Background: an optimization exercise with open tools, aiming at small area, a short achievable clock period and few clock cycles per item. Do not read the settings as production practice.

## the baseline
Design winnow_key, start of the top module:
module winnow_key (
    input  wire        clk,
    input  wire        rst,
    input  wire        req_valid,
    output wire        req_ready,
    input  wire [31:0] req_period,
    input  wire [9:0]  req_n_inst,
    input  wire [15:0] req_i_pred,
    input  wire        req_pol,
    input  wire [15:0] req_p_sw,
    input  wire [7:0]  req_k_th,
    input  wire [7:0]  req_th_code,
    input  wire        cell_valid,
    output wire        cell_ready,
    input  wire        cell_last,
    input  wire [15:0] cell_vcap,
    input  wire [18:0] cell_tau,
    input  wire [23:0] cell_cgain,
    input  wire [7:0]  cell_temp,
    input  wire        cell_ins,
    input  wire [9:0]  cell_pos,
    output reg         out_valid,
    output reg         out_last,
    output reg  [33:0] out_ck
);
clock: 25.0 ns
lec_check: 0
abc_area: 1
cap_margin: 20
core_margin: 2
core_utilization: 40
slew_margin: 20
standard.sh (not shown) runs the stock make flow with config.mk's settings and CLKGATE_MAP_FILE= SYNTH_SCRIPT=/design/flow/synth_recipe.tcl, a recipe that flattens the netlist after the stock synthesis.
==> flow/flow/run.sh <==
#!/bin/bash
set -euo pipefail
bash standard.sh "BUFFER_PORTS_ARGS=-buffer_cell sky130_fd_sc_hd__buf_4" finish > flow_make.log 2>&1
The baseline: done, clean on timing, DRC and antenna
Inputs modified between the baseline and the candidate:
--- a/flow/design.v
+++ b/flow/design.v
@@ -17,45 +17,47 @@
     input  wire [18:0] cell_tau,
     input  wire [23:0] cell_cgain,
     input  wire [7:0]  cell_temp,
     input  wire        cell_ins,
     input  wire [9:0]  cell_pos,
     output reg         out_valid,
     output reg         out_last,
     output reg  [33:0] out_ck
 );
-    localparam integer MS = 2;               
+    localparam integer MS = 3;               
     localparam integer MOD_CYC = (32 + MS - 1) / MS;   
+    localparam integer PW = MOD_CYC * MS;              
     localparam [5:0] READY_AT = (MOD_CYC >= 3) ? MOD_CYC - 3 : 0;
     reg        req_ready_r;
     reg        req_nld;        
     reg        cell_ready_r;
+    reg        cell_nrdy;      
     assign req_ready  = req_ready_r;
     assign cell_ready = cell_ready_r;
     reg [7:0]  r_one, r_two, r_neg;    
     reg        r_ip_sign, r_pol;
     reg [15:0] r_p_sw;
     reg [7:0]  r_k_th;
     reg [7:0]  r_th_code;
     reg [9:0]  r_n;
     reg [9:0]  rot;
-    reg [31:0] r_per;          
+    reg [PW-1:0] r_per;        
     reg [5:0]  mcnt;
     reg        mod_run;
-    wire req_fire  = req_valid && req_ready_r;
-    wire cell_fire = cell_valid && cell_ready_r;
+    wire req_fire  = req_valid && !req_nld;
+    wire cell_fire = cell_valid && !cell_nrdy;
     reg [9:0]  rem_c [0:MS];
     reg [10:0] rsh, rsub;
     integer mi;
     always @(*) begin
         rem_c[0] = rot;
         for (mi = 0; mi < MS; mi = mi + 1) begin
-            rsh  = {rem_c[mi], r_per[31 - mi]};
+            rsh  = {rem_c[mi], r_per[PW - 1 - mi]};
             rsub = rsh - {1'b0, r_n};
             rem_c[mi + 1] = rsub[10] ? rsh[9:0] : rsub[9:0];
         end
     end
     reg [7:0] ip_one, ip_two, ip_neg;
     reg [2:0] ipb;
     integer bi;
     always @(*) begin
         for (bi = 0; bi < 8; bi = bi + 1) begin
@@ -65,55 +67,62 @@
             ip_neg[bi] = ipb[2] & ~(ipb[1] & ipb[0]);
         end
     end
     reg        a_v, a_last;
     always @(posedge clk) begin
         if (rst) begin
             req_ready_r  <= 1'b1;
             req_nld      <= 1'b0;
             cell_ready_r <= 1'b0;
+            cell_nrdy    <= 1'b1;
             mod_run      <= 1'b0;
             mcnt         <= 6'd0;
         end else begin
             if (req_fire) begin
                 req_ready_r <= 1'b0;
                 req_nld     <= 1'b1;
                 mod_run     <= 1'b1;
                 mcnt        <= 6'd0;
-                if (READY_AT == 0)
+                if (READY_AT == 0) begin
                     cell_ready_r <= 1'b1;
+                    cell_nrdy    <= 1'b0;
+                end
             end else if (a_v && a_last) begin
                 req_ready_r <= 1'b1;
                 req_nld     <= 1'b0;
             end
             if (mod_run) begin
                 mcnt <= mcnt + 6'd1;
-                if (mcnt + 6'd1 == READY_AT)
+                if (mcnt + 6'd1 == READY_AT) begin
                     cell_ready_r <= 1'b1;
+                    cell_nrdy    <= 1'b0;
+                end
                 if (mcnt + 6'd1 == MOD_CYC)
                     mod_run <= 1'b0;
             end
-            if (cell_fire && cell_last)
+            if (cell_fire && cell_last) begin
                 cell_ready_r <= 1'b0;
+                cell_nrdy    <= 1'b1;
+            end
         end
     end
     always @(posedge clk) begin
         if (!req_nld) begin
             r_one     <= ip_one;
             r_two     <= ip_two;
             r_neg     <= ip_neg;
             r_ip_sign <= req_i_pred[15];
             r_pol     <= req_pol;
             r_p_sw    <= req_p_sw;
             r_k_th    <= req_k_th;
             r_th_code <= req_th_code;
             r_n       <= req_n_inst;
-            r_per     <= req_period;
+            r_per     <= {{(PW - 32){1'b0}}, req_period};
             rot       <= 10'd0;
         end else begin
             r_per <= r_per << MS;
             if (mod_run)
                 rot <= rem_c[MS];
         end
     end
     reg [9:0] tau_one, tau_two, tau_neg;
     reg [2:0] tb;
==> summary.txt <==
The candidate completed; timing, DRC and antenna clean. Against the baseline, the candidate reports a via count that is higher. The candidate against the baseline: post-layout instance area went up, post-layout minimum cycle time shows an increase of 0.69 ns, non-clock buffer count now smaller, number of well taps grew by about 0.8%, number of clock buffers inserted by TritonCTS increased by about 6% relative to the old numbers. The candidate ended with more met2 usage than the baseline. Of the two values seen for critical path endpoint, cell_ready was produced by the baseline and rot[9] by the candidate. Compared the candidate against the baseline; multi-input gate share of total cell area within noise. Re post-synthesis instance total: the baseline was lower than the candidate. The candidate and the baseline ended up with nearly the same non-clock buffer area fraction after layout.
No functional check of the RTL was part of any run of this note.

==> what the ideal ports hide <==
In the flow no input, the clock included, has a driving cell. The finished layouts below were timed again as built, in two steps. Step 1: set_driving_cell puts a clkbuf_16 on clk and a buf_2 on each other input, an assumption about the parent block. Step 2 times the ports against the registers' clock, not the clock port: input delays grow and output delays shrink by t, the midpoint of the rising clock arrivals with the driver on. Slacks: ideal ports / drivers / drivers and shift; pairs: ideal ports / drivers.
| run | shift t [ns] | setup WS [ns] | worst setup path after step 2 |
|---|---|---|---|
| the baseline | 0.683 | 18.863 / 18.796 / 19.028 | input to register |
| the candidate | 0.702 | 18.174 / 18.174 / 18.174 | register to register |
After both steps every run listed still meets setup and hold.
